This design comes from an exercise in tuning for small area on the open sky130 flow, not from production work.
No functional check of the RTL was part of this run.
Power is estimated from default activity; no workload was simulated.

==> design/flow/design.v <==
module spike_rank_filter (
    input  wire        clk,
    input  wire        rst,           
    input  wire [15:0] raw,           
    input  wire [1:0]  mode,          
    input  wire [1:0]  win,           
    input  wire [3:0]  rank,          
    input  wire [15:0] thr,           
    input  wire        cnt_rd,        
    output reg  [15:0] clean,
    output reg         excised,
    output reg  [31:0] excise_count
);
    localparam MODE_BYPASS = 2'd0;
    localparam MODE_MEDIAN = 2'd1;
    localparam MODE_EXCISE = 2'd2;
    localparam MODE_RANK   = 2'd3;
    integer i, j;
    reg [15:0] w0 [0:8];
    reg [1:0]  mode0;
    reg [1:0]  win0;
    reg [3:0]  rank0;
    reg [15:0] thr0;
    always @(posedge clk) begin
        if (rst) begin
            for (i = 0; i < 9; i = i + 1) w0[i] <= 16'd0;
            mode0 <= MODE_BYPASS;
            win0  <= 2'd0;
            rank0 <= 4'd0;
            thr0  <= 16'd0;
        end else begin
            w0[0] <= raw;
            for (i = 1; i < 9; i = i + 1) w0[i] <= w0[i-1];
            mode0 <= mode;
            win0  <= win;
            rank0 <= rank;
            thr0  <= thr;
        end
    end
    reg        le_c [0:8][0:8];
    reg        le1  [0:8][0:8];
    reg [15:0] w1 [0:8];
    reg [8:0]  act1;
    reg [3:0]  tgt1;              
    reg [1:0]  mode1;
    reg [15:0] thr1;
    reg [8:0]  act_c;
    reg [3:0]  tgt_c;
    always @(*) begin
        for (i = 0; i < 9; i = i + 1)
            for (j = 0; j < 9; j = j + 1)
                le_c[i][j] = (i < j) ? ($signed(w0[i]) <= $signed(w0[j])) : 1'b0;
        case (win0)
            2'd0:    act_c = 9'b000111000;
            2'd1:    act_c = 9'b001111100;
            2'd2:    act_c = 9'b011111110;
            default: act_c = 9'b111111111;
        endcase
        if (mode0 == MODE_RANK)
            tgt_c = rank0 - 4'd1;
        else
            tgt_c = {2'b00, win0} + 4'd1;    
    end
    always @(posedge clk) begin
        if (rst) begin
            for (i = 0; i < 9; i = i + 1) begin
                w1[i] <= 16'd0;
                for (j = 0; j < 9; j = j + 1) le1[i][j] <= 1'b0;
            end
            act1  <= 9'd0;
            tgt1  <= 4'd0;
            mode1 <= MODE_BYPASS;
            thr1  <= 16'd0;
        end else begin
            for (i = 0; i < 9; i = i + 1) begin
                w1[i] <= w0[i];
                for (j = 0; j < 9; j = j + 1) le1[i][j] <= le_c[i][j];
            end
            act1  <= act_c;
            tgt1  <= tgt_c;
            mode1 <= mode0;
            thr1  <= thr0;
        end
    end
    reg [3:0]  rnk_c [0:8];
    reg [15:0] sel_c;
    reg [15:0] sel2;
    reg [15:0] x2;
    reg [1:0]  mode2;
    reg [15:0] thr2;
    always @(*) begin
        for (i = 0; i < 9; i = i + 1) begin
            rnk_c[i] = 4'd0;
            for (j = 0; j < 9; j = j + 1) begin
                if (j < i && act1[j] && le1[j][i]) rnk_c[i] = rnk_c[i] + 4'd1;
                if (j > i && act1[j] && !le1[i][j]) rnk_c[i] = rnk_c[i] + 4'd1;
            end
        end
        sel_c = 16'd0;
        for (i = 0; i < 9; i = i + 1)
            if (act1[i] && rnk_c[i] == tgt1) sel_c = sel_c | w1[i];
    end
    always @(posedge clk) begin
        if (rst) begin
            sel2  <= 16'd0;
            x2    <= 16'd0;
            mode2 <= MODE_BYPASS;
            thr2  <= 16'd0;
        end else begin
            sel2  <= sel_c;
            x2    <= w1[4];
            mode2 <= mode1;
            thr2  <= thr1;
        end
    end
    reg [16:0] diff_c;
    reg [16:0] adiff_c;
    reg [15:0] clean_c;
    reg        excised_c;
    always @(*) begin
        diff_c  = {x2[15], x2} - {sel2[15], sel2};
        adiff_c = diff_c[16] ? (17'd0 - diff_c) : diff_c;
        case (mode2)
            MODE_BYPASS: clean_c = x2;
            MODE_MEDIAN: clean_c = sel2;
            MODE_EXCISE: clean_c = (adiff_c > {1'b0, thr2}) ? sel2 : x2;
            default:     clean_c = sel2;
        endcase
        excised_c = (mode2 != MODE_BYPASS) && (clean_c != x2);
    end
    always @(posedge clk) begin
        if (rst) begin
            clean   <= 16'd0;
            excised <= 1'b0;
        end else begin
            clean   <= clean_c;
            excised <= excised_c;
        end
    end
    always @(posedge clk) begin
        if (rst)
            excise_count <= 32'd0;
        else if (cnt_rd)
            excise_count <= {31'd0, excised};
        else
            excise_count <= excise_count + {31'd0, excised};
    end
endmodule
==> design/flow/run.sh <==
#!/bin/bash
# synth_recipe.tcl (not shown) runs the flow's synth.tcl, then flattens the netlist and writes it again
# the make line also repeats each setting of config.mk as NAME=value (left out here)
make -C /OpenROAD-flow-scripts/flow DESIGN_CONFIG=/design/flow/config.mk WORK_HOME=/design/flow/orfs CLKGATE_MAP_FILE= SYNTH_SCRIPT=/design/flow/synth_recipe.tcl finish
==> design/flow/config.mk <==
export PLATFORM = sky130hd
export DESIGN_NAME = spike_rank_filter
export DESIGN_NICKNAME = spike_rank_filter
export VERILOG_FILES = /design/flow/design.v
export SDC_FILE = /design/flow/constraint.sdc
export NUM_CORES = 4
export LEC_CHECK = 0
export CAP_MARGIN = 20
export CORE_MARGIN = 2
export CORE_UTILIZATION = 40
export PLACE_DENSITY = 0.6
export SLEW_MARGIN = 20
==> design/flow/constraint.sdc <==
create_clock -name core_clock -period 7.0 [get_ports {clk}]
set_input_delay 1.4000 -clock core_clock [delete_from_list [all_inputs] [get_ports {clk}]]
set_output_delay 1.4000 -clock core_clock [all_outputs]
set_load 0.01 [all_outputs]
==> results.txt <==
-- layer usage --
metal,track usage,vias to the layer above
li1,-,12700
met1,0.332,11700
met2,0.381,763
met3,0.0264,129
met4,0.0782,0
met5,0,-
-- per-stage QoR --
| stage | hold slack (ps) | cell area, um^2 | util | setup slack (ps) |
|---|---|---|---|---|
| global route | 445 | 33500 | 0.449 | 128 |
| global placement | 418 | 32000 | 0.429 | 927 |
| finish | 433 | 33500 | 0.449 | 639 |
| detailed placement | 423 | 32000 | 0.429 | 810 |
| floorplan | 414 | 30100 | - | 1150 |
| CTS | 436 | 33500 | 0.449 | 722 |
-- where the power goes --
group	total, uW	switching (uW)	internal [uW]	leakage [uW]
clock network	2320	901	1420	0.000711
registers	2060	132	1930	0.00268
logic	1430	794	639	0.0115
total	5820	1830	3990	0.0148
-- layout by cell type (no fill, tap or decap), types with 27 or more instances in the layout --
master | Yosys | final
a21o_1 | 109 | 109
a21oi_1 | 132 | 132
a222oi_1 | 32 | 32
a31oi_1 | 50 | 50
clkbuf_16 | 0 | 42
clkdlybuf4s50_1 | 0 | 90
dfxtp_1 | 329 | 328
ha_1 | 678 | 678
inv_1 | 217 | 217
nand2_1 | 175 | 175
nand2b_1 | 78 | 78
nand3_1 | 41 | 41
nand4_1 | 166 | 166
nor2_1 | 356 | 356
nor2b_1 | 181 | 181
nor4_1 | 27 | 27
o21a_1 | 194 | 194
o21ai_0 | 97 | 97
xnor2_1 | 124 | 124
xor2_1 | 93 | 93
-- path summary, 6_finish.rpt --
check               start  endpoint  slack [ps]  cells after the start
setup / recovery   le1[6]   sel2[2]         640                     27
hold / removal    thr0[0]   thr1[0]         430                      1
setup reg to reg   le1[6]   sel2[2]         640                     27
hold reg to reg   thr0[0]   thr1[0]         430                      1
-- logic make-up (layout without fill, tap and decap cells) --
group | after synthesis | after routing | share of synthesized area
multiplexers | 44 | 44 | 0.0158
other | 0 | 1 | 0
buffers and inverters | 309 | 401 | 0.0406
XOR/XNOR | 242 | 242 | 0.0808
flip-flops | 329 | 329 | 0.219
adder cells (fa/ha/maj) | 679 | 679 | 0.282
AO/OA/AOI/OAI | 727 | 727 | 0.167
AND/OR/NAND/NOR | 1141 | 1141 | 0.195
-- area by class of cell --
class	instances	area (um^2)	area share
multi-input cells	2833	22300	0.667
flip-flops and latches	329	6590	0.197
well taps	969	1210	0.0362
clock buffers	55	1150	0.0343
repair buffers	107	1050	0.0313
inverters	218	818	0.0244
clock inverters	21	320	0.00957
diodes	1	2.50	0.0000748
-- registers in the layout, summed over array words and instances, names as in the netlist --
signal,cells
clean,16
excised,1
mode1,2
x2,16
win0,2
thr2,16
mode0,2
sel2,16
le1,36
act1,4
mode2,2
excise_count,32
rank0,4
thr0,16
tgt1,4
thr1,16
w0,32
w1,112
-- cells in the mapped netlist (6+ instances only) --
| cell | instances |
|---|---|
| a21oi_1 | 132 |
| o31ai_1 | 15 |
| a211oi_1 | 20 |
| a222oi_1 | 32 |
| buf_1 | 6 |
| nor2_1 | 356 |
| o21ai_0 | 97 |
| and3_1 | 14 |
| nand4b_1 | 11 |
| inv_1 | 217 |
| a41oi_1 | 6 |
| nand4_1 | 166 |
| or3_1 | 9 |
| o211ai_1 | 7 |
| and4_1 | 11 |
| mux2i_1 | 16 |
| a311oi_1 | 11 |
| nand2_1 | 175 |
| nand3b_1 | 12 |
| o31a_1 | 6 |
| nor3_1 | 13 |
| nor4_1 | 27 |
| nand3_1 | 41 |
| nor2b_1 | 181 |
| dfxtp_1 | 329 |
| a31oi_1 | 50 |
| a21o_1 | 109 |
| mux2_2 | 19 |
| and2_1 | 20 |
| clkbuf_1 | 57 |
| xnor2_1 | 124 |
| mux2_1 | 9 |
| a21boi_0 | 9 |
| ha_1 | 678 |
| nand2b_1 | 78 |
| xnor3_1 | 18 |
| o21a_1 | 194 |
| xor2_1 | 93 |
| buf_2 | 21 |
==> summary.txt <==
CTS tree: done
Pre-antenna DRT Iters: 9
number of synthesized flops with an enable pin: 0
number of synthesized register bits: 329
most common cell type on the critical path: ha_1
CTS Sinks: 329
clock buffer depth: 3
DRT Wirelength: 93.2 mm
Avg Vias per Cell: 5.58
Worst EP required: 7500 ps
final net count: 4252
DP Wirelength: 73.6 mm
Via Count: 25300
row count: 100
CTS Buf Count: 41
cells after synthesis: 3471
HP Class: reg -> reg
CTS Root Cell: clkbuf_16
Sum Neg Setup Slack: 0 ps
status: complete, no violations
RSZ-0062 raised after global routing: no
Critical Path Fanout Max: 16
Post CTS Setup Buffer Count: 0
Syn. warnings: 6
main flop type after synthesis: dfxtp_1
GRT Total Usage: 0.238
chip height: 278 um
worst vdd ir: 0.156 mV
Cells after DPL: 4456
Slew Limit Headroom: 0.344
chip width: 278 um
Top Family by Delay on Critical Path: simple AND/OR/NAND/NOR gates
Mapped Nets: 4193
Max Cap Viol: 0
H-Tree Depth: 2
clk_skew: 25.6 ps
grt ovf: 0
WP buf/inv: 2
Non-Filler Instances: 4533
Placer Congestion: 0.900
share of the yosys chip area belonging to registers: 0.219
FILL cells: 7320
Core Area: 0.0746 mm^2
met3 WL: 5.33 mm
IO Port Bufs: 91
Setup Crit Path Kind: reg -> reg
Top Layer Used: met4
CP Launch Type: flop
met2 wire length: 41.0 mm
antenna violation net count after detailed routing: 0
dominant cells by area after synthesis: ha_1 (28%), dfxtp_1 (22%), o21a_1 (4.8%), nor2_1 (4.4%), nor2b_1 (3.8%)
initial antenna violation count: 3
fraction of layout cells with a size suffix above 1: 0.0354
slowest cell delay on critical path: 640 ps
slew of the pin with the lowest slew margin: 983 ps
Mapped Avg Cell Area: 8.68 um^2
Fin. Hold Viols: 0
starting density of the core: 0.404
die area: 0.0775 mm^2
maximum clock frequency: 157 MHz
# DRC: 0
share of the synthesized area in the top cell type: 0.282
fraction of registers with async set or reset after synthesis: 0
final setup vio count: 0
Power Density: 174 mW/mm^2
crit path max-delay cell type: nand3b_1
Clk Latency, worst-skew pair: 590 ps
mapped cell area: 0.0301 mm^2
crit share post-route: 0.909
wire length per cell: 20.6 um
unique cell type count in the Yosys netlist: 84
number of global-route vias before repair: 23700
post-route minimum period: 6360 ps
hold_buf cts: 0
IO Pins: 92
Pleak: 0.0148 uW
Routed met1 length: 43.8 mm
post_cts resized: 0
clock slew at the register clock pins of the worst setup and hold paths: 60 ps
Area Growth Syn to Fin: 11.1%
largest net degree at the start of global routing: 167
power after layout: 5820 uW
drt initial violations: 2109
CP Capture Type: flop
first-pass GRT wire length: 144 mm
post-synth top area cell: ha_1
Slew Viols, Final: 0
worst path arrival time: 6860 ps

[what the ideal ports hide]
How much do the figures lean on ideal ports? The routed layout below was timed once more, with nothing changed but the port constraints.
Step 1 (the two cells are an assumption about what drives the block):
set clk [get_ports {clk}]
set_driving_cell -lib_cell sky130_fd_sc_hd__clkbuf_16 $clk
set_driving_cell -lib_cell sky130_fd_sc_hd__buf_2 [delete_from_list [all_inputs] $clk]
Step 2 also shifts input and output timing later by t, the mid clock arrival at the registers, as if the neighbouring blocks saw the same clock.
Slacks: ideal / step 1 / step 2; pairs: ideal / step 1.
shift t [ns]: 0.640
setup WS [ns]: 0.639 / 0.639 / 0.639
worst hold slack (ns): 0.433 / 0.433 / 0.433
After both steps this run still meets setup and hold. The setup slack of this run moves by 0.000 ns with the drivers and by 0.000 ns with both steps.
